This design comes from an exercise in tuning for small area, a short achievable clock period and few clock cycles on the open sky130 flow, not from production work.
The RTL was checked by simulation tests, not by an equivalence proof against the original design.
Power figures rest on the tool's default switching activity, not on a simulated workload.

==> flow/design.v, too long to show whole: its modules and the start of the top module <==
// module fj_xu: 490 lines
// module fj_mul_tree: 2369 lines
module fj_xu (
    input  wire        clk,
    input  wire        rst,           
    input  wire        in_valid,
    output wire        in_ready,
    input  wire [31:0] in_insn,
    input  wire [31:0] in_va,
    input  wire [31:0] in_vb,
    output reg         out_valid,
    output reg         out_ill,       
    output reg         out_wr,        
    output reg  [31:0] out_value,     
    output wire [7:0]  out_flags      
);
  // ...
==> flow/flow/run.sh <==
#!/bin/bash
set -euo pipefail
bash standard.sh SETUP_SLACK_MARGIN=14.0 finish > flow_standard.log 2>&1
==> flow/standard.sh <==
#!/bin/bash
# synth_recipe.tcl (not shown) runs the flow's synth.tcl, then flattens the netlist and writes it again
# the make line also repeats each setting of config.mk as NAME=value (left out here)
make -C /OpenROAD-flow-scripts/flow DESIGN_CONFIG=/design/flow/config.mk WORK_HOME=/design/flow/orfs CLKGATE_MAP_FILE= SYNTH_SCRIPT=/design/flow/synth_recipe.tcl "${@:-finish}"
==> flow/config.mk <==
export PLATFORM = sky130hd
export DESIGN_NAME = fj_xu
export DESIGN_NICKNAME = fj_xu
export VERILOG_FILES = /design/flow/design.v
export SDC_FILE = /design/flow/constraint.sdc
export NUM_CORES = 4
export LEC_CHECK = 0
export CAP_MARGIN = 20
export CORE_MARGIN = 2
export CORE_UTILIZATION = 60
export PLACE_DENSITY = 0.68
export SETUP_SLACK_MARGIN = 1.0
export SLEW_MARGIN = 20
==> flow/constraint.sdc <==
create_clock -name core_clock -period 20.0 [get_ports {clk}]
set_input_delay 4.0000 -clock core_clock [delete_from_list [all_inputs] [get_ports {clk}]]
set_output_delay 4.0000 -clock core_clock [all_outputs]
set_load 0.01 [all_outputs]
==> impl_results.html, run 1 <==
<table>
<tr><th>Metric</th><th>Value</th></tr>
<tr><th colspan="2">Finish</th></tr>
<tr><td>Cell class with the largest area share</td><td>multi-input gates</td></tr>
<tr><td>Final sequential cell count</td><td>853</td></tr>
<tr><td>Top library cells by usage in the layout, fill and taps aside</td><td>755 x sky130_fd_sc_hd__inv_1, 712 x sky130_fd_sc_hd__nand2_1, 701 x sky130_fd_sc_hd__dfxtp_1</td></tr>
<tr><td>Diode insertion count for antenna repair</td><td>6</td></tr>
<tr><td>Final non-clock buffer share</td><td>4.95%</td></tr>
<tr><th colspan="2">Logic synthesis</th></tr>
<tr><td>Most used flip-flop cell after synthesis</td><td>sky130_fd_sc_hd__dfxtp_1</td></tr>
<tr><td>Number of synthesized register bits</td><td>853</td></tr>
<tr><td>Post-synth design cell area</td><td>0.0779 mm^2</td></tr>
<tr><td>Number of enable-type register cells in the synthesized netlist</td><td>106</td></tr>
<tr><th colspan="2">Setup path</th></tr>
<tr><td>Setup crit end</td><td>e_c[35]</td></tr>
<tr><td>Critical Path Max Stage Delay</td><td>580 ps</td></tr>
<tr><td>Critical Path RT</td><td>20,590 ps</td></tr>
<tr><td>Endpoint kind of the worst setup timing path</td><td>register</td></tr>
<tr><th colspan="2">Global route</th></tr>
<tr><td>Largest net degree at the start of global routing</td><td>102</td></tr>
<tr><td>Met1 usage</td><td>60.8%</td></tr>
<tr><th colspan="2">Job</th></tr>
<tr><td>Number of maximum-capacitance constraint violations</td><td>0</td></tr>
<tr><th colspan="2">Drt</th></tr>
<tr><td>DRC Markers</td><td>0</td></tr>
<tr><td>Number of nets with antenna violations after detailed routing</td><td>0</td></tr>
<tr><th colspan="2">Floorplanning</th></tr>
<tr><td>Cell Rows</td><td>132</td></tr>
<tr><th colspan="2">STA</th></tr>
<tr><td>Final Hold Viols</td><td>0</td></tr>
<tr><td>Worst slack on hold paths</td><td>306 ps</td></tr>
<tr><th colspan="2">Min path</th></tr>
<tr><td>WHS Endpoint</td><td>f_sel[0]</td></tr>
<tr><td>Startpoint of the most critical hold path</td><td>e_sel[0]</td></tr>
<tr><th colspan="2">CTS</th></tr>
<tr><td>Clock transition at the registers of the reported paths</td><td>70 ps</td></tr>
<tr><th colspan="2">Pwr</th></tr>
<tr><td>Sequential group share of total power</td><td>19.1%</td></tr>
<tr><td>Switching share of power</td><td>49.6%</td></tr>
<tr><th colspan="2">Placed design</th></tr>
<tr><td>Place WS</td><td>12,720 ps</td></tr>
<tr><th colspan="2">Run status</th></tr>
<tr><td>Outcome</td><td>no timing/DRC/antenna violations</td></tr>
</table>
Testbench counts, summed over its fixed seeds: cycles 28,087.
==> inputs of run 2 (changes only) <==
--- a/flow/design.v
+++ b/flow/design.v
@@ -28,70 +28,67 @@
     wire in_shl   = in_g1 & (in_fx == 6'h08);
     wire in_shlit = (in_g1 & (in_fx == 6'h0B)) | (in_g2 & (in_fx == 6'h05));
     wire in_itop  = in_g2 & (in_fx == 6'h08);
     wire in_shrv  = in_g1 & ((in_fx == 6'h09) | (in_fx == 6'h0A));
     wire in_shrl  = (in_g1 & ((in_fx == 6'h0C) | (in_fx == 6'h0D))) | (in_g2 & (in_fx == 6'h06));
     wire in_ptoi  = in_g2 & (in_fx == 6'h09);
     wire in_acc28 = in_g3 & ((in_fx == 6'h02) | (in_fx == 6'h03));
     wire in_bm1   = in_g2 & ((in_fx == 6'h02) | ((in_fx == 6'h03) & in_va[31]));
-    wire in_b1    = in_g2 & (in_fx == 6'h03) & ~in_va[31];
+    wire pre_bm1, pre_bvb, pre_ma32, pre_pdiv, pre_divlike, pre_r_add, pre_r_and, pre_r_or, pre_r_xor, pre_r_andn, pre_r_min, pre_r_max, pre_r_slt, pre_r_ult, pre_r_eq, pre_r_hi, pre_r_vb, pre_r_sfc, pre_lgi, pre_negp, pre_k31, pre_k27, pre_k19, pre_sub, pre_immh, pre_imms;
+    fj_pre u_pre (.insn(in_insn), .va31(in_va[31]), .pre_bm1(pre_bm1), .pre_bvb(pre_bvb), .pre_ma32(pre_ma32), .pre_pdiv(pre_pdiv), .pre_divlike(pre_divlike), .pre_r_add(pre_r_add), .pre_r_and(pre_r_and), .pre_r_or(pre_r_or), .pre_r_xor(pre_r_xor), .pre_r_andn(pre_r_andn), .pre_r_min(pre_r_min), .pre_r_max(pre_r_max), .pre_r_slt(pre_r_slt), .pre_r_ult(pre_r_ult), .pre_r_eq(pre_r_eq), .pre_r_hi(pre_r_hi), .pre_r_vb(pre_r_vb), .pre_r_sfc(pre_r_sfc), .pre_lgi(pre_lgi), .pre_negp(pre_negp), .pre_k31(pre_k31), .pre_k27(pre_k27), .pre_k19(pre_k19), .pre_sub(pre_sub), .pre_immh(pre_immh), .pre_imms(pre_imms));
+    wire [33:0] in_oh;
+    fj_oh u_oh (.insn(in_insn), .vb(in_vb[4:0]), .va31(in_va[31]), .oh(in_oh));
+    wire [31:0] in_absa, in_absb;
+    fj_abs u_absa (.x(in_va), .y(in_absa));
+    fj_abs u_absb (.x(in_vb), .y(in_absb));
     reg        i_v;
     reg [31:0] i_insn, i_va;
     reg [31:0] i_vb;
-    reg  p_shl, p_shlit, p_itop, p_shrv, p_shrl, p_ptoi, p_acc28, p_bm1, p_b1, p_bvb;
+    reg  [33:0] i_oh;             
+    reg  p_bm1, p_bvb;
     reg        i_ma32;            
     reg [31:0] i_absa, i_absb;    
     reg  r_add, r_and, r_or, r_xor, r_andn, r_min, r_max, r_slt, r_ult, r_eq, r_hi, r_vb,
          r_sfc, p_lgi;
-    reg  p_pdiv, p_negp, p_k31, p_k27, p_k19, p_sub, p_immh, p_imms;
+    reg  p_divlike, p_pdiv, p_negp, p_k31, p_k27, p_k19, p_sub, p_immh, p_imms;
     always @(posedge clk) begin
         i_v     <= in_valid & rdy & ~rst;
         i_insn  <= in_insn;
         i_va    <= in_va;
         i_vb    <= in_vb;
-        p_shl   <= in_shl;
-        p_shlit <= in_shlit;
-        p_itop  <= in_itop;
-        p_shrv  <= in_shrv;
-        p_shrl  <= in_shrl;
-        p_ptoi  <= in_ptoi;
-        p_acc28 <= in_acc28;
-        p_bm1   <= in_bm1;
-        p_b1    <= in_b1;
-        p_bvb   <= ~(in_shl | in_shlit | in_itop | in_shrv | in_shrl | in_ptoi | in_acc28 |
-                     in_g2 & ((in_fx == 6'h02) | (in_fx == 6'h03)));
-        i_ma32  <= in_va[31] & ~(in_g1 & ((in_fx == 6'h09) | (in_fx == 6'h0C)));
-        i_absa  <= in_va[31] ? -in_va : in_va;
-        i_absb  <= in_vb[31] ? -in_vb : in_vb;
-        p_pdiv  <= in_g2 & (in_fx == 6'h07);
-        r_add   <= (in_g1 & (in_fx[5:2] == 4'd0)) | (in_g2 & (in_fx[5:1] == 5'd0)) |
-                   (in_op == 6'h09) | (in_op == 6'h0A);
-        r_and   <= (in_g1 & (in_fx == 6'h04)) | (in_op == 6'h0C);
-        r_or    <= (in_g1 & (in_fx == 6'h05)) | (in_op == 6'h0D);
-        r_xor   <= (in_g1 & (in_fx == 6'h06)) | (in_op == 6'h0E);
-        r_andn  <= in_g1 & (in_fx == 6'h07);
-        r_min   <= in_g1 & (in_fx == 6'h17);
-        r_max   <= in_g1 & (in_fx == 6'h18);
-        r_slt   <= (in_g1 & (in_fx == 6'h14)) | (in_op == 6'h0B);
-        r_ult   <= in_g1 & (in_fx == 6'h15);
-        r_eq    <= in_g1 & (in_fx == 6'h16);
-        r_hi    <= (in_op == 6'h08) | (in_op == 6'h0F);
-        r_vb    <= in_g3 & (in_fx == 6'h08);
-        r_sfc   <= (in_op == 6'h36);
-        p_lgi   <= (in_op == 6'h0C) | (in_op == 6'h0D) | (in_op == 6'h0E);
-        p_negp  <= in_g3 & (in_fx == 6'h01);
-        p_k31   <= in_g2 & ((in_fx == 6'h06) | (in_fx == 6'h09));
-        p_k27   <= in_g2 & (in_fx == 6'h04);
-        p_k19   <= in_g3 & ((in_fx == 6'h00) | (in_fx == 6'h02) | (in_fx == 6'h03));
-        p_sub   <= (in_g1 & ((in_fx == 6'h01) | (in_fx == 6'h03) | (in_fx == 6'h14) |
-                             (in_fx == 6'h15) | (in_fx == 6'h17) | (in_fx == 6'h18))) |
-                   (in_g2 & (in_fx == 6'h01)) | (in_op == 6'h0B);
-        p_immh  <= (in_op == 6'h09);
-        p_imms  <= (in_op == 6'h0A) | (in_op == 6'h0B);
+        i_oh    <= in_oh;
+        p_bm1   <= pre_bm1;
+        i_absa  <= in_absa;
+        i_absb  <= in_absb;
+        p_bvb <= pre_bvb;
+        i_ma32 <= pre_ma32;
+        p_pdiv <= pre_pdiv;
+        p_divlike <= pre_divlike;
+        r_add <= pre_r_add;
+        r_and <= pre_r_and;
+        r_or <= pre_r_or;
+        r_xor <= pre_r_xor;
+        r_andn <= pre_r_andn;
+        r_min <= pre_r_min;
+        r_max <= pre_r_max;
+        r_slt <= pre_r_slt;
+        r_ult <= pre_r_ult;
+        r_eq <= pre_r_eq;
+        r_hi <= pre_r_hi;
+        r_vb <= pre_r_vb;
+        r_sfc <= pre_r_sfc;
+        p_lgi <= pre_lgi;
+        p_negp <= pre_negp;
+        p_k31 <= pre_k31;
+        p_k27 <= pre_k27;
+        p_k19 <= pre_k19;
+        p_sub <= pre_sub;
+        p_immh <= pre_immh;
+        p_imms <= pre_imms;
     end
     wire [5:0]  op  = i_insn[31:26];
     wire [4:0]  f_d = i_insn[25:21];
     wire [4:0]  f_a = i_insn[20:16];
     wire [4:0]  f_b = i_insn[15:11];
     wire [5:0]  fx  = i_insn[10:5];
     wire [4:0]  lit = i_insn[4:0];
     wire [15:0] imm = i_insn[15:0];
@@ -184,71 +181,27 @@
     wire x_addi  = (op == 6'h0A);
     wire x_clti  = (op == 6'h0B);
     wire x_andi  = (op == 6'h0C);
     wire x_ori   = (op == 6'h0D);
     wire x_xori  = (op == 6'h0E);
     wire x_lhi   = (op == 6'h0F);
     wire x_sfclr = (op == 6'h36);
     wire wr_op = g_int | g_pu | x_accrd | x_acclo | x_acchi | (op[5:3] == 3'b001);
-    wire [31:0] simm  = {{16{imm[15]}}, imm};
-    wire [31:0] zimm  = {16'd0, imm};
-    reg  [31:0] ad_b0;
-    always @* begin
-        if (p_immh)                 ad_b0 = {imm, 16'd0};
-        else if (p_imms)            ad_b0 = simm;
-        else                        ad_b0 = i_vb;
-    end
-    wire [31:0] ad_a  = i_va;
-    wire        ad_inv = p_sub;
-    wire [31:0] ad_b  = ad_inv ? ~ad_b0 : ad_b0;
-    wire [32:0] ad_s  = {1'b0, ad_a} + {1'b0, ad_b} + {32'd0, ad_inv};
-    wire [31:0] ad_r  = ad_s[31:0];
-    wire        ad_c  = ad_s[32];
-    wire        ad_v  = (ad_a[31] == ad_b[31]) & (ad_r[31] != ad_a[31]);
-    wire        s_lt  = ad_r[31] ^ ad_v;         
-    wire        u_lt  = ~ad_c;                   
+    wire [31:0] alu;
+    wire        ad_v;
+    fj_alu u_alu (.va(i_va), .vb(i_vb), .imm(imm), .sub(p_sub), .immh(p_immh), .imms(p_imms),
+                  .lgi(p_lgi), .r_add(r_add), .r_and(r_and), .r_or(r_or), .r_xor(r_xor),
+                  .r_andn(r_andn), .r_min(r_min), .r_max(r_max), .r_slt(r_slt),
+                  .r_ult(r_ult), .r_eq(r_eq), .r_hi(r_hi), .r_vb(r_vb), .r_sfc(r_sfc),
+                  .res(alu), .ovf(ad_v));
     wire        is_sat_add = x_adds | x_subs | x_padd | x_psub | x_paddi;
-    wire [31:0] lg_b   = p_lgi ? zimm : i_vb;
-    reg  [31:0] alu;
-    always @* begin
-        alu = ({32{r_add}} & ad_r) |
-              ({32{r_and}} & (i_va & lg_b)) |
-              ({32{r_or}} & (i_va | lg_b)) |
-              ({32{r_xor}} & (i_va ^ lg_b)) |
-              ({32{r_andn}} & (i_va & ~i_vb)) |
-              ({32{r_min}} & (s_lt ? i_va : i_vb)) |
-              ({32{r_max}} & (s_lt ? i_vb : i_va)) |
-              ({32{r_hi}} & {imm, 16'd0}) |
-              ({32{r_vb}} & i_vb) |
-              ({32{r_sfc}} & {24'd0, imm[7:0]});
-        alu[0] = alu[0] | (r_slt & s_lt) | (r_ult & u_lt) | (r_eq & (i_va == i_vb));
-    end
-    wire [31:0] dec_v = 32'd1 << i_vb[4:0];
-    wire [31:0] dec_l = 32'd1 << lit;
-    reg  [33:0] mb;
-    integer q;
-    always @* begin
-        for (q = 0; q < 34; q = q + 1) begin
-            mb[q] = p_bm1;
-            if (q < 32) mb[q] = mb[q] | (p_shl & dec_v[q]) | (p_shlit & dec_l[q]);
-            if (q <= 28) mb[q] = mb[q] | (p_itop & dec_l[28 - q]);
-            if (q >= 1 && q <= 32) mb[q] = mb[q] | (p_shrv & dec_v[32 - q]) |
-                                               (p_shrl & dec_l[32 - q]);
-            if (q >= 4 && q <= 32) mb[q] = mb[q] | (p_ptoi & dec_l[q - 4]);
-            if (q == 28) mb[q] = mb[q] | p_acc28;
-            if (q == 0) mb[q] = mb[q] | p_b1;
-            if (q < 32) mb[q] = mb[q] | (p_bvb & i_vb[q]);
-            else        mb[q] = mb[q] | (p_bvb & i_vb[31]);
-        end
-    end
-    wire [32:0] ma = {i_ma32, i_va};
-    wire [31:0] kv = {p_k31, 3'd0, p_k27, 7'd0, p_k19, {19{p_negp}}};
     wire [63:0] m_s, m_c;
-    fj_mul_tree u_mul (.a(ma), .b(mb), .negp(p_negp), .kv(kv), .s(m_s), .c(m_c));
+    fj_mul u_mul (.va(i_va), .ma32(i_ma32), .vb(i_vb), .oh(i_oh), .bm1(p_bm1), .bvb(p_bvb),
+                  .negp(p_negp), .k31(p_k31), .k27(p_k27), .k19(p_k19), .s(m_s), .c(m_c));
     wire dv_go = ok & (x_div | x_pdiv);
     wire e1_plo = x_mul | x_shl | x_shli | x_pshl | x_itop | x_pneg | x_pabs;
     wire e1_phi = x_mulh | x_shr | x_sar | x_shri | x_sari | x_pshr | x_ptoi;
     reg         e_v, e_ill, e_wr;
     reg         e_plo, e_phi, e_pmul;       
     reg         e_fovf;       
     reg         e_fsat;       
     reg         e_fsat0;      
@@ -285,118 +238,87 @@
         e_sfrd    <= x_sfrd & ~ill;
         e_sfclr   <= x_sfclr & ~ill;
         e_sel     <= 4'd1 << lit[1:0];
         e_res     <= alu;
         e_hi      <= x_accset ? i_va[15:0] : 16'd0;
         e_s       <= m_s;
         e_c       <= m_c;
     end
-    function [5:0] clz32;
-        input [31:0] x;
-        integer k;
-        begin
-            clz32 = 6'd32;
-            for (k = 0; k < 32; k = k + 1)
-                if (x[k]) clz32 = 6'd31 - k[5:0];
-        end
-    endfunction
-    wire [5:0]  clz_a  = clz32(i_absa);
-    wire [5:0]  clz_b  = clz32(i_absb);
-    wire        az     = (i_va == 32'd0);
-    wire        bz     = (i_vb == 32'd0);
-    wire signed [7:0] nq = $signed({2'b0, clz_b}) - $signed({2'b0, clz_a}) + 8'sd1 +
-                           (p_pdiv ? 8'sd28 : 8'sd0);
-    wire        n_le0  = nq[7] | (nq == 8'sd0);
-    wire        n_big  = ~nq[7] & (nq > 8'sd33);
-    wire [31:0] xa     = i_absa << clz_a[4:0];
-    wire [31:0] xb     = i_absb << clz_b[4:0];
-    wire [5:0]  nc     = nq[5:0] + 6'd1;          
-    wire        dv_imm = bz | az | n_le0 | n_big;
-    wire [4:0]  dv_n   = dv_imm ? 5'd0 : nc[5:1];
+    wire [33:0] r_init;
+    wire [31:0] xb;
+    wire [4:0]  dv_n;
+    wire        n_big, dv_stall, az, bz;
+    fj_dvsetup u_dvs (.absa(i_absa), .absb(i_absb), .pdiv(p_pdiv), .r_init(r_init), .xb(xb),
+                      .n(dv_n), .big(n_big), .stall(dv_stall), .az(az), .bz(bz));
     reg         dv_pend;      
     reg  [4:0]  dv_cnt;       
     reg  [33:0] dv_r;         
     reg  [31:0] dv_b;         
     reg  [32:0] dv_q;
     reg         dv_neg, dv_zero, dv_big, dv_pdiv, dv_wr, dv_apos, dv_aneg;
-    wire [34:0] y    = {1'b0, dv_r};
-    wire [34:0] b1   = {3'b0, dv_b};
-    wire [34:0] b2   = {2'b0, dv_b, 1'b0};
-    wire [35:0] t1   = {1'b0, y} - {1'b0, b1};
-    wire [35:0] t2   = {1'b0, y} - {1'b0, b2};
-    wire [35:0] t3   = {1'b0, y} - {1'b0, b1} - {1'b0, b2};
-    wire        ge1  = ~t1[35];
-    wire        ge2  = ~t2[35];
-    wire        ge3  = ~t3[35];
-    wire [31:0] rem  = ge3 ? t3[31:0] : ge2 ? t2[31:0] : ge1 ? t1[31:0] : y[31:0];
-    wire [1:0]  dig  = ge3 ? 2'd3 : ge2 ? 2'd2 : ge1 ? 2'd1 : 2'd0;
+    wire [31:0] rem;
+    wire [1:0]  dig;
+    fj_dvstep u_dvt (.r(dv_r), .b(dv_b), .rem(rem), .dig(dig));
+    wire dv_start = i_v & p_divlike;
+    wire dv_fin;
     always @(posedge clk) begin
         if (rst) begin
             dv_pend <= 1'b0;
             dv_cnt  <= 5'd0;
-        end else if (dv_go) begin
-            dv_pend <= 1'b1;
-            dv_cnt  <= dv_n;
-            dv_r    <= (clz_a[0] ^ clz_b[0]) ? {1'b0, xa, 1'b0} : {2'b0, xa};
+        end else begin
+            if (dv_start)
+                dv_cnt <= dv_n;
+            else if (dv_cnt != 5'd0)
+                dv_cnt <= dv_cnt - 5'd1;
+            if (dv_go)
+                dv_pend <= 1'b1;
+            else if (dv_fin)
+                dv_pend <= 1'b0;
+        end
+    end
+    always @(posedge clk) begin
+        if (dv_start) begin
+            dv_r    <= r_init;
             dv_b    <= xb;
             dv_q    <= 33'd0;
             dv_neg  <= i_va[31] ^ i_vb[31];
             dv_zero <= bz;
             dv_big  <= n_big & ~bz & ~az;
             dv_pdiv <= p_pdiv;
             dv_wr   <= ~d0;
             dv_apos <= ~i_va[31] & ~az;
             dv_aneg <= i_va[31];
         end else if (dv_cnt != 5'd0) begin
-            dv_cnt <= dv_cnt - 5'd1;
             dv_r   <= {rem, 2'b00};
             dv_q   <= {dv_q[30:0], dig};
-        end else if (dv_pend) begin
-            dv_pend <= 1'b0;
         end
     end
-    wire dv_fin = dv_pend & (dv_cnt == 5'd0);
-    wire        q_big = dv_big | dv_q[32] |
-                        (dv_neg ? (dv_q[31] & (dv_q[30:0] != 31'd0)) : dv_q[31]);
-    reg  [31:0] dv_res;
-    reg         dv_f0, dv_fm, dv_fo;
-    always @* begin
-        dv_f0 = 1'b0; dv_fm = 1'b0; dv_fo = 1'b0;
-        if (dv_zero) begin
-            dv_res = dv_apos ? I32_MAX : dv_aneg ? I32_MIN : 32'd0;
-            dv_f0  = 1'b1;
-        end else if (q_big) begin
-            dv_res = dv_neg ? I32_MIN : I32_MAX;
-            dv_fm  = dv_pdiv;
-            dv_fo  = ~dv_pdiv;
-        end else begin
-            dv_res = dv_neg ? -dv_q[31:0] : dv_q[31:0];
-        end
-    end
-    wire i_divlike = (g_int & (fx == 6'h12)) | (g_pu & (fx == 6'h07));
+    assign dv_fin = dv_pend & (dv_cnt == 5'd0);
+    wire [31:0] dv_res;
+    wire        dv_f0, dv_fm, dv_fo;
+    fj_dvfin u_dvf (.q(dv_q), .neg(dv_neg), .zero(dv_zero), .big(dv_big), .pdiv(dv_pdiv),
+                    .apos(dv_apos), .aneg(dv_aneg), .res(dv_res), .f0(dv_f0), .fm(dv_fm),
+                    .fo(dv_fo));
     always @(posedge clk) begin
         if (rst)
             rdy <= 1'b1;
-        else if (in_valid & rdy & in_divlike)
+        else if (in_valid & rdy & pre_divlike)
             rdy <= 1'b0;
-        else if (i_v & i_divlike)
-            rdy <= ~(dv_go & (dv_n > 5'd1));
-        else if (dv_pend & (dv_cnt == 5'd2))
+        else if (dv_start)
+            rdy <= ~dv_stall;
+        else if (dv_cnt == 5'd2)
             rdy <= 1'b1;
     end
-    wire [63:0] P = e_s + e_c;
-    wire        lo_ovf = ~((P[63:31] == 33'd0) | (P[63:31] == {33{1'b1}}));
-    wire        pm_ovf = ~((P[63:59] == 5'd0) | (P[63:59] == 5'h1F));
-    wire [31:0] pm_val = pm_ovf ? (P[63] ? I32_MIN : I32_MAX) : P[59:28];
-    wire [31:0] lo_val = ((e_fsat | e_fsat0) & lo_ovf) ? (P[63] ? I32_MIN : I32_MAX) : P[31:0];
-    wire [31:0] al_val = e_satv ? (e_res[31] ? I32_MAX : I32_MIN) : e_res;
-    wire [31:0] r2 = ({32{e_plo}} & lo_val) | ({32{e_phi}} & P[63:32]) |
-                     ({32{e_pmul}} & pm_val) |
-                     ({32{~(e_plo | e_phi | e_pmul)}} & al_val);
+    wire [31:0] r2;
+    wire [43:0] p_t;
+    wire        lo_ovf, pm_ovf;
+    fj_e2 u_e2 (.s(e_s), .c(e_c), .res(e_res), .satv(e_satv), .plo(e_plo), .phi(e_phi),
+                .pmul(e_pmul), .fsat(e_fsat | e_fsat0), .r2(r2), .t(p_t), .lo_ovf(lo_ovf),
+                .pm_ovf(pm_ovf));
     reg         f_v, f_ill, f_wr;
     reg         f_f0, f_f1, f_f4, f_f6;
     reg         f_acc_add, f_acc_set, f_accrd, f_acclo, f_acchi, f_sfrd, f_sfclr;
     reg  [3:0]  f_sel;
     reg  [31:0] f_res;
     reg  [15:0] f_hi;
     reg  [43:0] f_t;          
     always @(posedge clk) begin
@@ -430,38 +352,30 @@
             f_acclo   <= e_acclo;
             f_acchi   <= e_acchi;
             f_sfrd    <= e_sfrd;
             f_sfclr   <= e_sfclr;
             f_res     <= r2;
         end
         f_sel <= e_sel;
         f_hi  <= e_hi;
-        f_t   <= P[63:20];
+        f_t   <= p_t;
     end
     reg f_zb;
     always @(posedge clk) f_zb <= e_acc_zb;
-    wire [47:0] acc_r = ({48{f_sel[0]}} & acc0) | ({48{f_sel[1]}} & acc1) |
-                        ({48{f_sel[2]}} & acc2) | ({48{f_sel[3]}} & acc3);
-    wire [47:0] base  = f_zb ? 48'd0 : acc_r;
-    wire [48:0] asum  = {base[47], base} + {{5{f_t[43]}}, f_t};
-    wire        a_ovf = asum[48] ^ asum[47];
-    wire [47:0] a_new = a_ovf ? (asum[48] ? A48_MIN : A48_MAX) : asum[47:0];
-    wire        r_ovf = ~((acc_r[47:39] == 9'h000) | (acc_r[47:39] == 9'h1FF)) |
-                        (~acc_r[47] & (&acc_r[38:7]));
-    wire [31:0] r_inc = acc_r[39:8] + {31'd0, acc_r[7]};
-    wire [31:0] r_val = r_ovf ? (acc_r[47] ? I32_MIN : I32_MAX) : r_inc;
     wire [7:0]  sf_cur = {1'b0, sf6, 1'b0, sf4, 1'b0, sf2, sf1, sf0};
-    wire [31:0] res3 = ({32{f_accrd}} & r_val) |
-                       ({32{f_acclo}} & acc_r[31:0]) |
-                       ({32{f_acchi}} & {{16{acc_r[47]}}, acc_r[47:32]}) |
-                       ({32{f_sfrd}} & {24'd0, sf_cur}) |
-                       ({32{~(f_accrd | f_acclo | f_acchi | f_sfrd)}} & f_res);
+    wire [47:0] acc_w0;
+    wire [31:0] res3;
+    wire        a_ovf, r_ovf;
+    fj_e3 u_e3 (.acc0(acc0), .acc1(acc1), .acc2(acc2), .acc3(acc3), .sel(f_sel), .zb(f_zb),
+                .t(f_t), .res(f_res), .hi(f_hi), .set(f_acc_set), .accrd(f_accrd),
+                .acclo(f_acclo), .acchi(f_acchi), .sfrd(f_sfrd), .sf(sf_cur),
+                .acc_w(acc_w0), .a_ovf(a_ovf), .r_ovf(r_ovf), .res3(res3));
     wire f2 = (f_acc_add & a_ovf) | (f_accrd & r_ovf);
-    wire [47:0] acc_w = f_acc_set ? {f_hi, f_res} : a_new;
+    wire [47:0] acc_w = acc_w0;
     wire        acc_we = f_v & (f_acc_add | f_acc_set);
     wire        clr = f_v & f_sfclr;
     reg o_f0, o_f1, o_f2, o_f4, o_f6;
     assign out_flags = {1'b0, o_f6, 1'b0, o_f4, 1'b0, o_f2, o_f1, o_f0};
     always @(posedge clk) begin
         if (rst) begin
             acc0 <= 48'd0; acc1 <= 48'd0; acc2 <= 48'd0; acc3 <= 48'd0;
             sf0 <= 1'b0; sf1 <= 1'b0; sf2 <= 1'b0; sf4 <= 1'b0; sf6 <= 1'b0;
@@ -483,16 +397,307 @@
     end
     always @(posedge clk) begin
         out_ill   <= f_ill;
         out_wr    <= f_wr;
         out_value <= res3;
         o_f0 <= f_f0; o_f1 <= f_f1; o_f2 <= f2; o_f4 <= f_f4; o_f6 <= f_f6;
     end
 endmodule
+module fj_abs (
+    input  wire [31:0] x,
+    output wire [31:0] y
+);
+    assign y = x[31] ? -x : x;
+endmodule
+module fj_oh (
+    input  wire [31:0] insn,
+    input  wire [4:0]  vb,
+    input  wire        va31,
+    output reg  [33:0] oh
+);
+    wire [5:0] op = insn[31:26];
+    wire [5:0] fx = insn[10:5];
+    wire g1 = (op == 6'h01), g2 = (op == 6'h02), g3 = (op == 6'h03);
+    wire shl   = g1 & (fx == 6'h08);
+    wire shlit = (g1 & (fx == 6'h0B)) | (g2 & (fx == 6'h05));
+    wire itop  = g2 & (fx == 6'h08);
+    wire shrv  = g1 & ((fx == 6'h09) | (fx == 6'h0A));
+    wire shrl  = (g1 & ((fx == 6'h0C) | (fx == 6'h0D))) | (g2 & (fx == 6'h06));
+    wire ptoi  = g2 & (fx == 6'h09);
+    wire acc28 = g3 & ((fx == 6'h02) | (fx == 6'h03));
+    wire b1    = g2 & (fx == 6'h03) & ~va31;
+    wire [31:0] dec_v = 32'd1 << vb;
+    wire [31:0] dec_l = 32'd1 << insn[4:0];
+    integer q;
+    always @* begin
+        for (q = 0; q < 34; q = q + 1) begin
+            oh[q] = 1'b0;
+            if (q < 32) oh[q] = oh[q] | (shl & dec_v[q]) | (shlit & dec_l[q]);
+            if (q <= 28) oh[q] = oh[q] | (itop & dec_l[28 - q]);
+            if (q >= 1 && q <= 32) oh[q] = oh[q] | (shrv & dec_v[32 - q]) | (shrl & dec_l[32 - q]);
+            if (q >= 4 && q <= 32) oh[q] = oh[q] | (ptoi & dec_l[q - 4]);
+            if (q == 28) oh[q] = oh[q] | acc28;
+            if (q == 0) oh[q] = oh[q] | b1;
+        end
+    end
+endmodule
+module fj_alu (
+    input  wire [31:0] va,
+    input  wire [31:0] vb,
+    input  wire [15:0] imm,
+    input  wire        sub, immh, imms, lgi,
+    input  wire        r_add, r_and, r_or, r_xor, r_andn, r_min, r_max, r_slt, r_ult,
+    input  wire        r_eq, r_hi, r_vb, r_sfc,
+    output reg  [31:0] res,
+    output wire        ovf
+);
+    wire [31:0] simm = {{16{imm[15]}}, imm};
+    wire [31:0] zimm = {16'd0, imm};
+    wire [31:0] b0   = immh ? {imm, 16'd0} : imms ? simm : vb;
+    wire [31:0] b    = sub ? ~b0 : b0;
+    wire [32:0] s    = {1'b0, va} + {1'b0, b} + {32'd0, sub};
+    wire [31:0] r    = s[31:0];
+    assign      ovf  = (va[31] == b[31]) & (r[31] != va[31]);
+    wire        s_lt = r[31] ^ ovf;            
+    wire        u_lt = ~s[32];                 
+    wire [31:0] lb   = lgi ? zimm : vb;
+    always @* begin
+        res = ({32{r_add}} & r) |
+              ({32{r_and}} & (va & lb)) |
+              ({32{r_or}} & (va | lb)) |
+              ({32{r_xor}} & (va ^ lb)) |
+              ({32{r_andn}} & (va & ~vb)) |
+              ({32{r_min}} & (s_lt ? va : vb)) |
+              ({32{r_max}} & (s_lt ? vb : va)) |
+              ({32{r_hi}} & {imm, 16'd0}) |
+              ({32{r_vb}} & vb) |
+              ({32{r_sfc}} & {24'd0, imm[7:0]});
+        res[0] = res[0] | (r_slt & s_lt) | (r_ult & u_lt) | (r_eq & (va == vb));
+    end
+endmodule
+module fj_mul (
+    input  wire [31:0] va,
+    input  wire        ma32,
+    input  wire [31:0] vb,
+    input  wire [33:0] oh,
+    input  wire        bm1, bvb, negp, k31, k27, k19,
+    output wire [63:0] s,
+    output wire [63:0] c
+);
+    wire [33:0] mb = oh | {34{bm1}} | ({34{bvb}} & {{2{vb[31]}}, vb});
+    wire [31:0] kv = {k31, 3'd0, k27, 7'd0, k19, {19{negp}}};
+    fj_mul_tree u_tree (.a({ma32, va}), .b(mb), .negp(negp), .kv(kv), .s(s), .c(c));
+endmodule
+module fj_dvsetup (
+    input  wire [31:0] absa,
+    input  wire [31:0] absb,
+    input  wire        pdiv,
+    output wire [33:0] r_init,
+    output wire [31:0] xb,
+    output wire [4:0]  n,
+    output wire        big,
+    output wire        stall,       
+    output wire        az,
+    output wire        bz
+);
+    function [5:0] clz32;
+        input [31:0] x;
+        integer k;
+        begin
+            clz32 = 6'd32;
+            for (k = 0; k < 32; k = k + 1)
+                if (x[k]) clz32 = 6'd31 - k[5:0];
+        end
+    endfunction
+    wire [5:0]  clz_a = clz32(absa);
+    wire [5:0]  clz_b = clz32(absb);
+    assign      az    = (absa == 32'd0);
+    assign      bz    = (absb == 32'd0);
+    wire signed [7:0] nq = $signed({2'b0, clz_b}) - $signed({2'b0, clz_a}) + 8'sd1 +
+                           (pdiv ? 8'sd28 : 8'sd0);
+    wire        le0   = nq[7] | (nq == 8'sd0);
+    assign      big   = ~nq[7] & (nq > 8'sd33);
+    wire [31:0] xa    = absa << clz_a[4:0];
+    assign      xb    = absb << clz_b[4:0];
+    wire [5:0]  nc    = nq[5:0] + 6'd1;
+    assign      n     = (le0 | big) ? 5'd0 : nc[5:1];
+    assign      stall = ~nq[7] & (nq > 8'sd2) & (nq < 8'sd34);
+    assign      r_init = (clz_a[0] ^ clz_b[0]) ? {1'b0, xa, 1'b0} : {2'b0, xa};
+endmodule
+module fj_dvstep (
+    input  wire [33:0] r,
+    input  wire [31:0] b,
+    output wire [31:0] rem,
+    output wire [1:0]  dig
+);
+    wire [34:0] y  = {1'b0, r};
+    wire [34:0] b1 = {3'b0, b};
+    wire [34:0] b2 = {2'b0, b, 1'b0};
+    wire [35:0] t1 = {1'b0, y} - {1'b0, b1};
+    wire [35:0] t2 = {1'b0, y} - {1'b0, b2};
+    wire [35:0] t3 = {1'b0, y} - {1'b0, b1} - {1'b0, b2};
+    wire ge1 = ~t1[35];
+    wire ge2 = ~t2[35];
+    wire ge3 = ~t3[35];
+    assign rem = ge3 ? t3[31:0] : ge2 ? t2[31:0] : ge1 ? t1[31:0] : y[31:0];
+    assign dig = ge3 ? 2'd3 : ge2 ? 2'd2 : ge1 ? 2'd1 : 2'd0;
+endmodule
+module fj_dvfin (
+    input  wire [32:0] q,
+    input  wire        neg, zero, big, pdiv, apos, aneg,
+    output reg  [31:0] res,
+    output reg         f0, fm, fo
+);
+    localparam [31:0] I32_MAX = 32'h7FFF_FFFF;
+    localparam [31:0] I32_MIN = 32'h8000_0000;
+    wire q_big = big | q[32] | (neg ? (q[31] & (q[30:0] != 31'd0)) : q[31]);
+    always @* begin
+        f0 = 1'b0; fm = 1'b0; fo = 1'b0;
+        if (zero) begin
+            res = apos ? I32_MAX : aneg ? I32_MIN : 32'd0;
+            f0  = 1'b1;
+        end else if (q_big) begin
+            res = neg ? I32_MIN : I32_MAX;
+            fm  = pdiv;
+            fo  = ~pdiv;
+        end else begin
+            res = neg ? -q[31:0] : q[31:0];
+        end
+    end
+endmodule
+module fj_e2 (
+    input  wire [63:0] s,
+    input  wire [63:0] c,
+    input  wire [31:0] res,
+    input  wire        satv, plo, phi, pmul, fsat,
+    output wire [31:0] r2,
+    output wire [43:0] t,
+    output wire        lo_ovf,
+    output wire        pm_ovf
+);
+    localparam [31:0] I32_MAX = 32'h7FFF_FFFF;
+    localparam [31:0] I32_MIN = 32'h8000_0000;
+    wire [63:0] P = s + c;
+    assign lo_ovf = ~((P[63:31] == 33'd0) | (P[63:31] == {33{1'b1}}));
+    assign pm_ovf = ~((P[63:59] == 5'd0) | (P[63:59] == 5'h1F));
+    wire [31:0] pm_val = pm_ovf ? (P[63] ? I32_MIN : I32_MAX) : P[59:28];
+    wire [31:0] lo_val = (fsat & lo_ovf) ? (P[63] ? I32_MIN : I32_MAX) : P[31:0];
+    wire [31:0] al_val = satv ? (res[31] ? I32_MAX : I32_MIN) : res;
+    assign r2 = ({32{plo}} & lo_val) | ({32{phi}} & P[63:32]) | ({32{pmul}} & pm_val) |
+                ({32{~(plo | phi | pmul)}} & al_val);
+    assign t  = P[63:20];
+endmodule
+module fj_e3 (
+    input  wire [47:0] acc0, acc1, acc2, acc3,
+    input  wire [3:0]  sel,
+    input  wire        zb,
+    input  wire [43:0] t,
+    input  wire [31:0] res,
+    input  wire [15:0] hi,
+    input  wire        set, accrd, acclo, acchi, sfrd,
+    input  wire [7:0]  sf,
+    output wire [47:0] acc_w,
+    output wire        a_ovf,
+    output wire        r_ovf,
+    output wire [31:0] res3
+);
+    localparam [31:0] I32_MAX = 32'h7FFF_FFFF;
+    localparam [31:0] I32_MIN = 32'h8000_0000;
+    localparam [47:0] A48_MAX = 48'h7FFF_FFFF_FFFF;
+    localparam [47:0] A48_MIN = 48'h8000_0000_0000;
+    wire [47:0] acc_r = ({48{sel[0]}} & acc0) | ({48{sel[1]}} & acc1) |
+                        ({48{sel[2]}} & acc2) | ({48{sel[3]}} & acc3);
+    wire [47:0] base  = zb ? 48'd0 : acc_r;
+    wire [48:0] asum  = {base[47], base} + {{5{t[43]}}, t};
+    assign      a_ovf = asum[48] ^ asum[47];
+    wire [47:0] a_new = a_ovf ? (asum[48] ? A48_MIN : A48_MAX) : asum[47:0];
+    assign      acc_w = set ? {hi, res} : a_new;
+    assign      r_ovf = ~((acc_r[47:39] == 9'h000) | (acc_r[47:39] == 9'h1FF)) |
+                        (~acc_r[47] & (&acc_r[38:7]));
+    wire [31:0] r_inc = acc_r[39:8] + {31'd0, acc_r[7]};
+    wire [31:0] r_val = r_ovf ? (acc_r[47] ? I32_MIN : I32_MAX) : r_inc;
+    assign res3 = ({32{accrd}} & r_val) |
+                  ({32{acclo}} & acc_r[31:0]) |
+                  ({32{acchi}} & {{16{acc_r[47]}}, acc_r[47:32]}) |
+                  ({32{sfrd}} & sf) |
+                  ({32{~(accrd | acclo | acchi | sfrd)}} & res);
+endmodule
+module fj_pre (
+    input  wire [31:0] insn,
+    input  wire        va31,
+    output wire pre_bm1,
+    output wire pre_bvb,
+    output wire pre_ma32,
+    output wire pre_pdiv,
+    output wire pre_divlike,
+    output wire pre_r_add,
+    output wire pre_r_and,
+    output wire pre_r_or,
+    output wire pre_r_xor,
+    output wire pre_r_andn,
+    output wire pre_r_min,
+    output wire pre_r_max,
+    output wire pre_r_slt,
+    output wire pre_r_ult,
+    output wire pre_r_eq,
+    output wire pre_r_hi,
+    output wire pre_r_vb,
+    output wire pre_r_sfc,
+    output wire pre_lgi,
+    output wire pre_negp,
+    output wire pre_k31,
+    output wire pre_k27,
+    output wire pre_k19,
+    output wire pre_sub,
+    output wire pre_immh,
+    output wire pre_imms
+);
+    wire [5:0] op = insn[31:26];
+    wire [5:0] fx = insn[10:5];
+    wire g1 = (op == 6'h01), g2 = (op == 6'h02), g3 = (op == 6'h03);
+    wire shl   = g1 & (fx == 6'h08);
+    wire shlit = (g1 & (fx == 6'h0B)) | (g2 & (fx == 6'h05));
+    wire itop  = g2 & (fx == 6'h08);
+    wire shrv  = g1 & ((fx == 6'h09) | (fx == 6'h0A));
+    wire shrl  = (g1 & ((fx == 6'h0C) | (fx == 6'h0D))) | (g2 & (fx == 6'h06));
+    wire ptoi  = g2 & (fx == 6'h09);
+    wire acc28 = g3 & ((fx == 6'h02) | (fx == 6'h03));
+    wire divlike_w = (g1 & (fx == 6'h12)) | (g2 & (fx == 6'h07));
+    assign pre_bm1 = g2 & ((fx == 6'h02) | ((fx == 6'h03) & va31));
+    assign pre_bvb = ~(shl | shlit | itop | shrv | shrl | ptoi | acc28 |
+                     g2 & ((fx == 6'h02) | (fx == 6'h03)));
+    assign pre_ma32 = va31 & ~(g1 & ((fx == 6'h09) | (fx == 6'h0C)));
+    assign pre_pdiv = g2 & (fx == 6'h07);
+    assign pre_divlike = divlike_w;
+    assign pre_r_add = (g1 & (fx[5:2] == 4'd0)) | (g2 & (fx[5:1] == 5'd0)) |
+                   (op == 6'h09) | (op == 6'h0A);
+    assign pre_r_and = (g1 & (fx == 6'h04)) | (op == 6'h0C);
+    assign pre_r_or = (g1 & (fx == 6'h05)) | (op == 6'h0D);
+    assign pre_r_xor = (g1 & (fx == 6'h06)) | (op == 6'h0E);
+    assign pre_r_andn = g1 & (fx == 6'h07);
+    assign pre_r_min = g1 & (fx == 6'h17);
+    assign pre_r_max = g1 & (fx == 6'h18);
+    assign pre_r_slt = (g1 & (fx == 6'h14)) | (op == 6'h0B);
+    assign pre_r_ult = g1 & (fx == 6'h15);
+    assign pre_r_eq = g1 & (fx == 6'h16);
+    assign pre_r_hi = (op == 6'h08) | (op == 6'h0F);
+    assign pre_r_vb = g3 & (fx == 6'h08);
+    assign pre_r_sfc = (op == 6'h36);
+    assign pre_lgi = (op == 6'h0C) | (op == 6'h0D) | (op == 6'h0E);
+    assign pre_negp = g3 & (fx == 6'h01);
+    assign pre_k31 = g2 & ((fx == 6'h06) | (fx == 6'h09));
+    assign pre_k27 = g2 & (fx == 6'h04);
+    assign pre_k19 = g3 & ((fx == 6'h00) | (fx == 6'h02) | (fx == 6'h03));
+    assign pre_sub = (g1 & ((fx == 6'h01) | (fx == 6'h03) | (fx == 6'h14) |
+                             (fx == 6'h15) | (fx == 6'h17) | (fx == 6'h18))) |
+                   (g2 & (fx == 6'h01)) | (op == 6'h0B);
+    assign pre_immh = (op == 6'h09);
+    assign pre_imms = (op == 6'h0A) | (op == 6'h0B);
+endmodule
 module fj_mul_tree (
     input  wire [32:0] a,       
     input  wire [33:0] b,       
     input  wire        negp,    
     input  wire [31:0] kv,      
     output wire [63:0] s,
     output wire [63:0] c
 );
==> flow/run.sh (new file) <==
#!/bin/bash
# synth_recipe.tcl (not shown) runs the flow's synth.tcl, then flattens the netlist and writes it again
# the make line also repeats each setting of config.mk as NAME=value (left out here)
make -C /OpenROAD-flow-scripts/flow DESIGN_CONFIG=/design/flow/config.mk WORK_HOME=/design/flow/orfs CLKGATE_MAP_FILE= SYNTH_SCRIPT=/design/flow/synth_recipe.tcl finish
--- a/flow/config.mk
+++ b/flow/config.mk
@@ -6,8 +6,9 @@
 export NUM_CORES = 4
 export LEC_CHECK = 0
 export CAP_MARGIN = 20
 export CORE_MARGIN = 2
 export CORE_UTILIZATION = 60
 export PLACE_DENSITY = 0.68
 export SETUP_SLACK_MARGIN = 1.0
 export SLEW_MARGIN = 20
+export SYNTH_HIERARCHICAL = 1
removed: flow/flow/run.sh
removed: flow/standard.sh
==> impl_results.html, run 2 <==
<table>
<tr><th>Metric</th><th>Value</th></tr>
<tr><th colspan="2">Drt</th></tr>
<tr><td>DRC Markers</td><td>0 (unchanged)</td></tr>
<tr><td>Final Routed Wirelength</td><td>332,000 um (was 318,000 um)</td></tr>
<tr><td>Detail-routed net length per standard cell</td><td>28.3 um (was 28.8 um)</td></tr>
<tr><td>Starting DRC count in detailed routing</td><td>10.7k (was 11.8k)</td></tr>
<tr><td>Avg Vias per Cell</td><td>6.90 (was 6.93)</td></tr>
<tr><td>DR pass1 iterations</td><td>11 (was 14)</td></tr>
<tr><td>Number of nets with antenna violations after detailed routing</td><td>0 (unchanged)</td></tr>
<tr><td>Vias</td><td>81.1k (was 76.3k)</td></tr>
<tr><th colspan="2">Logic synthesis</th></tr>
<tr><td>Post-synthesis average cell area</td><td>8.37 um^2 (was 8.36 um^2)</td></tr>
<tr><td>Number of warnings printed during yosys synthesis</td><td>11 (was 1)</td></tr>
<tr><td>Post-synth design cell area</td><td>0.0859 mm^2 (was 0.0779 mm^2)</td></tr>
<tr><td>Number of instances in the synthesized netlist</td><td>10.3k (was 9,319)</td></tr>
<tr><th colspan="2">CTS</th></tr>
<tr><td>Clock root cell</td><td>sky130_fd_sc_hd__clkbuf_16 (unchanged)</td></tr>
<tr><td>Number of buffers added by the clock tree synthesis step</td><td>95 (was 94)</td></tr>
<tr><td>Number of setup buffers added after CTS</td><td>0 (was 28)</td></tr>
<tr><td>H-tree level count</td><td>3 (unchanged)</td></tr>
<tr><td>Clock transition at the registers of the reported paths</td><td>60 ps (was 70 ps)</td></tr>
<tr><td>Clock sink count</td><td>882 (was 853)</td></tr>
<tr><td>Clock insertion delay at the later pin of the skew report</td><td>770 ps (was 750 ps)</td></tr>
<tr><td>Maximum clock path buffer count</td><td>3 (unchanged)</td></tr>
<tr><td>Cells resized by post-CTS repair</td><td>0 (was 205)</td></tr>
<tr><td>Clock tree from TritonCTS</td><td>yes (unchanged)</td></tr>
<tr><td>Number of buffers added to fix hold violations after cts</td><td>0 (unchanged)</td></tr>
<tr><th colspan="2">Min path</th></tr>
<tr><td>WHS Endpoint</td><td>f_hi[7] (was f_sel[0])</td></tr>
<tr><td>Startpoint of the most critical hold path</td><td>e_hi[7] (was e_sel[0])</td></tr>
<tr><td>Hold Crit Depth</td><td>0 (unchanged)</td></tr>
<tr><td>Class of the tightest hold or removal check</td><td>register to register (unchanged)</td></tr>
<tr><th colspan="2">Placed design</th></tr>
<tr><td>Place WS</td><td>13,140 ps (was 12,720 ps)</td></tr>
<tr><td>Detail Placement HPWL</td><td>234,000 um (was 219,000 um)</td></tr>
<tr><td>Routability Congestion</td><td>1.04 (was 1.02)</td></tr>
<tr><td>Port Buffer Count</td><td>139 (unchanged)</td></tr>
<tr><th colspan="2">Finish</th></tr>
<tr><td>Number of fill cells</td><td>12.2k (was 10.7k)</td></tr>
<tr><td>Area occupied by multi-input gates</td><td>0.0604 mm^2 (was 0.0559 mm^2)</td></tr>
<tr><td>Layout cells sized above 1</td><td>8.07% (was 9.64%)</td></tr>
<tr><td>Top Registers</td><td>e_c x64, e_s x64 (unchanged)</td></tr>
<tr><td>Most common library cell in the layout ignoring fill and taps</td><td>sky130_fd_sc_hd__nand2_1 (was sky130_fd_sc_hd__inv_1)</td></tr>
<tr><td>Net count of the finished layout</td><td>10.8k (was 10.2k)</td></tr>
<tr><td>Area growth from synthesis to layout</td><td>4.87% (was 11.4%)</td></tr>
<tr><td>Top library cells by usage in the layout, fill and taps aside</td><td>1,160 x sky130_fd_sc_hd__nand2_1, 769 x sky130_fd_sc_hd__dfxtp_1, 743 x sky130_fd_sc_hd__a21oi_1 (was 755 x sky130_fd_sc_hd__inv_1, 712 x sky130_fd_sc_hd__nand2_1, 701 x sky130_fd_sc_hd__dfxtp_1)</td></tr>
<tr><td>Storage cell area</td><td>0.0184 mm^2 (was 0.0182 mm^2)</td></tr>
<tr><th colspan="2">Setup path</th></tr>
<tr><td>Startpoint Class</td><td>register (unchanged)</td></tr>
<tr><td>FF-to-FF path depth</td><td>24 (was 20)</td></tr>
<tr><td>Critical R2R Launch</td><td>i_absb[17] (was i_insn[1])</td></tr>
<tr><td>Arrival time at the worst endpoint</td><td>6960 ps (was 6650 ps)</td></tr>
<tr><td>Crit Path Class</td><td>register to register (unchanged)</td></tr>
<tr><td>Maximum net fanout on the critical path</td><td>23 (was 34)</td></tr>
<tr><td>Reg-to-reg slack, setup</td><td>13,610 ps (was 13,940 ps)</td></tr>
<tr><td>Most frequent CP cell</td><td>sky130_fd_sc_hd__nor2_1 (was sky130_fd_sc_hd__fa_1)</td></tr>
<tr><td>CP Cell Sequence</td><td>nor2b_1 -&gt; o21bai_1 -&gt; a211oi_1 -&gt; a311o_1 -&gt; nor2_1 -&gt; buf_4 -&gt; inv_1 -&gt; ha_1 -&gt; inv_1 -&gt; fa_1 -&gt; nand2_1 -&gt; nand2_1 -&gt; a21oi_1 -&gt; xnor2_1 -&gt; ha_1 -&gt; nand2_1 -&gt; nor2_1 -&gt; a211oi_1 -&gt; xnor3_1 -&gt; and3b_1 -&gt; o31ai_1 -&gt; nor2_1 -&gt; nor2_1 -&gt; a311oi_1 (was nor2b_2 -&gt; buf_4 -&gt; nand2b_1 -&gt; a21oi_1 -&gt; a21o_1 -&gt; nor3_2 -&gt; xnor2_2 -&gt; buf_4 -&gt; a22oi_1 -&gt; xnor2_1 -&gt; fa_1 -&gt; inv_1 -&gt; fa_1 -&gt; fa_1 -&gt; inv_1 -&gt; fa_1 -&gt; inv_1 -&gt; fa_1 -&gt; inv_1 -&gt; fa_1)</td></tr>
<tr><td>Critical Path RT</td><td>20,570 ps (was 20,590 ps)</td></tr>
<tr><td>Endpoint kind of the worst setup timing path</td><td>register (unchanged)</td></tr>
<tr><td>Reg-to-reg endpoint</td><td>dv_cnt[4] (was e_c[35])</td></tr>
<tr><td>Critical Path Max Stage Delay</td><td>770 ps (was 580 ps)</td></tr>
<tr><td>Cell at the slowest stage of the critical path</td><td>sky130_fd_sc_hd__inv_1 (was sky130_fd_sc_hd__buf_4)</td></tr>
<tr><th colspan="2">Floorplanning</th></tr>
<tr><td>Width of the die</td><td>382 um (was 364 um)</td></tr>
<tr><td>Effective utilization at floorplan</td><td>60.6% (was 60.3%)</td></tr>
<tr><td>Cell Rows</td><td>138 (was 132)</td></tr>
<tr><td>Number of top-level pins</td><td>143 (unchanged)</td></tr>
<tr><td>Core ar.</td><td>0.142 mm^2 (was 0.129 mm^2)</td></tr>
<tr><td>DIE AREA</td><td>0.146 mm^2 (was 0.133 mm^2)</td></tr>
<tr><td>Die height</td><td>382 um (was 364 um)</td></tr>
<tr><th colspan="2">Run status</th></tr>
<tr><td>Outcome</td><td>no timing/DRC/antenna violations (unchanged)</td></tr>
<tr><th colspan="2">Global route</th></tr>
<tr><td>Largest net degree at the start of global routing</td><td>88 (was 102)</td></tr>
<tr><td>GRT Overall Usage</td><td>44.2% (was 46.2%)</td></tr>
<tr><td>First-pass GRT wire length</td><td>495,000 um (was 464,000 um)</td></tr>
<tr><td>Initial antenna violation count</td><td>10 (unchanged)</td></tr>
<tr><td>Overflow left after global routing</td><td>0 (unchanged)</td></tr>
<tr><td>Via count of the first global-routing pass</td><td>78.4k (was 72.6k)</td></tr>
<tr><th colspan="2">Pwr</th></tr>
<tr><td>P_leak</td><td>36.3 nW (was 35.5 nW)</td></tr>
<tr><td>P per Cell Area</td><td>155 mW/mm^2 (was 152 mW/mm^2)</td></tr>
<tr><td>Peak supply drop</td><td>0.150 mV (was 0.137 mV)</td></tr>
<tr><th colspan="2">STA</th></tr>
<tr><td>Final number of setup-violating endpoints</td><td>0 (unchanged)</td></tr>
<tr><td>Post-route clock skew</td><td>83.6 ps (was 60.5 ps)</td></tr>
<tr><td>Max Fclk</td><td>156 MHz (was 165 MHz)</td></tr>
<tr><td>Transition time at the pin with the least slew margin</td><td>1150 ps (was 1140 ps)</td></tr>
<tr><td>Worst slew margin</td><td>23.1% (was 22.9%)</td></tr>
<tr><td>Max Transition Viols Final</td><td>0 (unchanged)</td></tr>
<tr><td>Setup slack after layout</td><td>13,610 ps (was 13,940 ps)</td></tr>
<tr><td>Share of the clock period used by the worst path</td><td>32.0% (was 30.3%)</td></tr>
<tr><td>RSZ-0062 raised after global routing</td><td>no (was yes)</td></tr>
<tr><td>Minimum period implied by the final worst setup slack</td><td>6390 ps (was 6060 ps)</td></tr>
<tr><td>Final TNS setup</td><td>0 ps (unchanged)</td></tr>
<tr><td>Final Hold Viols</td><td>0 (unchanged)</td></tr>
<tr><th colspan="2">Job</th></tr>
<tr><td>Number of maximum-capacitance constraint violations</td><td>0 (unchanged)</td></tr>
</table>
## run 2: power by group
group | leakage [nW] | switching [mW] | internal, mW | total [mW]
clock network | 1.58 | 0.816 | 1.04 | 1.86
registers | 7.37 | 0.298 | 2.28 | 2.57
logic | 27.3 | 6.00 | 3.49 | 9.49
## run 2: critical path, delay by kind of cell (launching register included)
family,cells,cell delay (ps)
AO/OA/AOI/OAI,7,2000
XOR/XNOR,2,710
adder cells (fa/ha/maj),3,1010
buffers and inverters,3,1070
flip-flops,1,490
AND/OR/NAND/NOR,9,950
## run 2: worst max path at each step
stage | depth (start not counted) | slack (ps) | from | end
floorplan | 6 | 14500 | in_insn[7] | i_oh[12]
global route | 24 | 12950 | i_absb[17] | dv_cnt[4]
finish | 24 | 13610 | i_absb[17] | dv_cnt[4]
CTS | 24 | 13720 | i_absb[17] | dv_cnt[4]
detailed placement | 8 | 13140 | in_insn[26] | rdy
global placement | 6 | 13010 | in_insn[26] | i_oh[8]
## run 2: cell type report
cell class | instances | share of cell area, %
clock inverter | 58 | 0.788
antenna | 8 | 0.0222
timing repair buffer | 327 | 3.12
sequential | 882 | 20.5
clock buffer | 119 | 2.90
inverter | 717 | 2.99
multi-input combinational | 7756 | 67.1
tap | 1890 | 2.63
## run 2: per-layer routing
metal / track usage (%) / share of wire [%] / up-vias
li1: - / - / 35063
met1: 56.5 / 38 / 38559
met2: 66.6 / 42 / 5857
met3: 12.6 / 13 / 1584
met4: 25.9 / 7.2 / 10
met5: 0.331 / 0.038 / -
## run 2: stage by stage
stage                     total power, mW  area, um^2  hold WS (ps)  util [%]  instances
after floorplan                      10.3       85900           310         -      10264
after global placement               11.5       86700           310      61.2      11571
after detailed placement             11.7       86700           312      61.2      11571
after CTS                            13.6       90000           326      63.5      11748
after global routing                 14.8       90000           330      63.5      11749
final                                13.9       90100           326      63.5      11757
Testbench counts of run 2, summed over its fixed seeds: cycles 28,099.

[re-timing with driven ports]
In the flow no input, the clock included, has a driving cell. The finished layouts below were timed again as built, in two steps. Step 1 (the two cells are an assumption about what drives the block):
set clk [get_ports {clk}]
set_driving_cell -lib_cell sky130_fd_sc_hd__clkbuf_16 $clk
set_driving_cell -lib_cell sky130_fd_sc_hd__buf_2 [delete_from_list [all_inputs] $clk]
Step 2 times the ports against the registers' clock, not the clock port: input delays grow and output delays shrink by t, the midpoint of the rising clock arrivals with the driver on. Slacks: ideal ports / drivers / drivers and shift; pairs: ideal ports / drivers.
run | t (ns) | setup WS [ns] | worst setup path after step 2 | worst register clock-pin slew, ns | pins driven straight from the clock port
run 1 | 0.803 | 13.939 / 13.939 / 13.296 | input to register | 0.07 / 0.07 | 1
run 2 | 0.812 | 13.607 / 13.607 / 13.038 | input to register | 0.08 / 0.08 | 1
After both steps setup and hold are still met in every run listed. For run 1, which loses most, drivers alone change the setup slack by 0.000 ns; drivers and shift together by -0.643 ns.
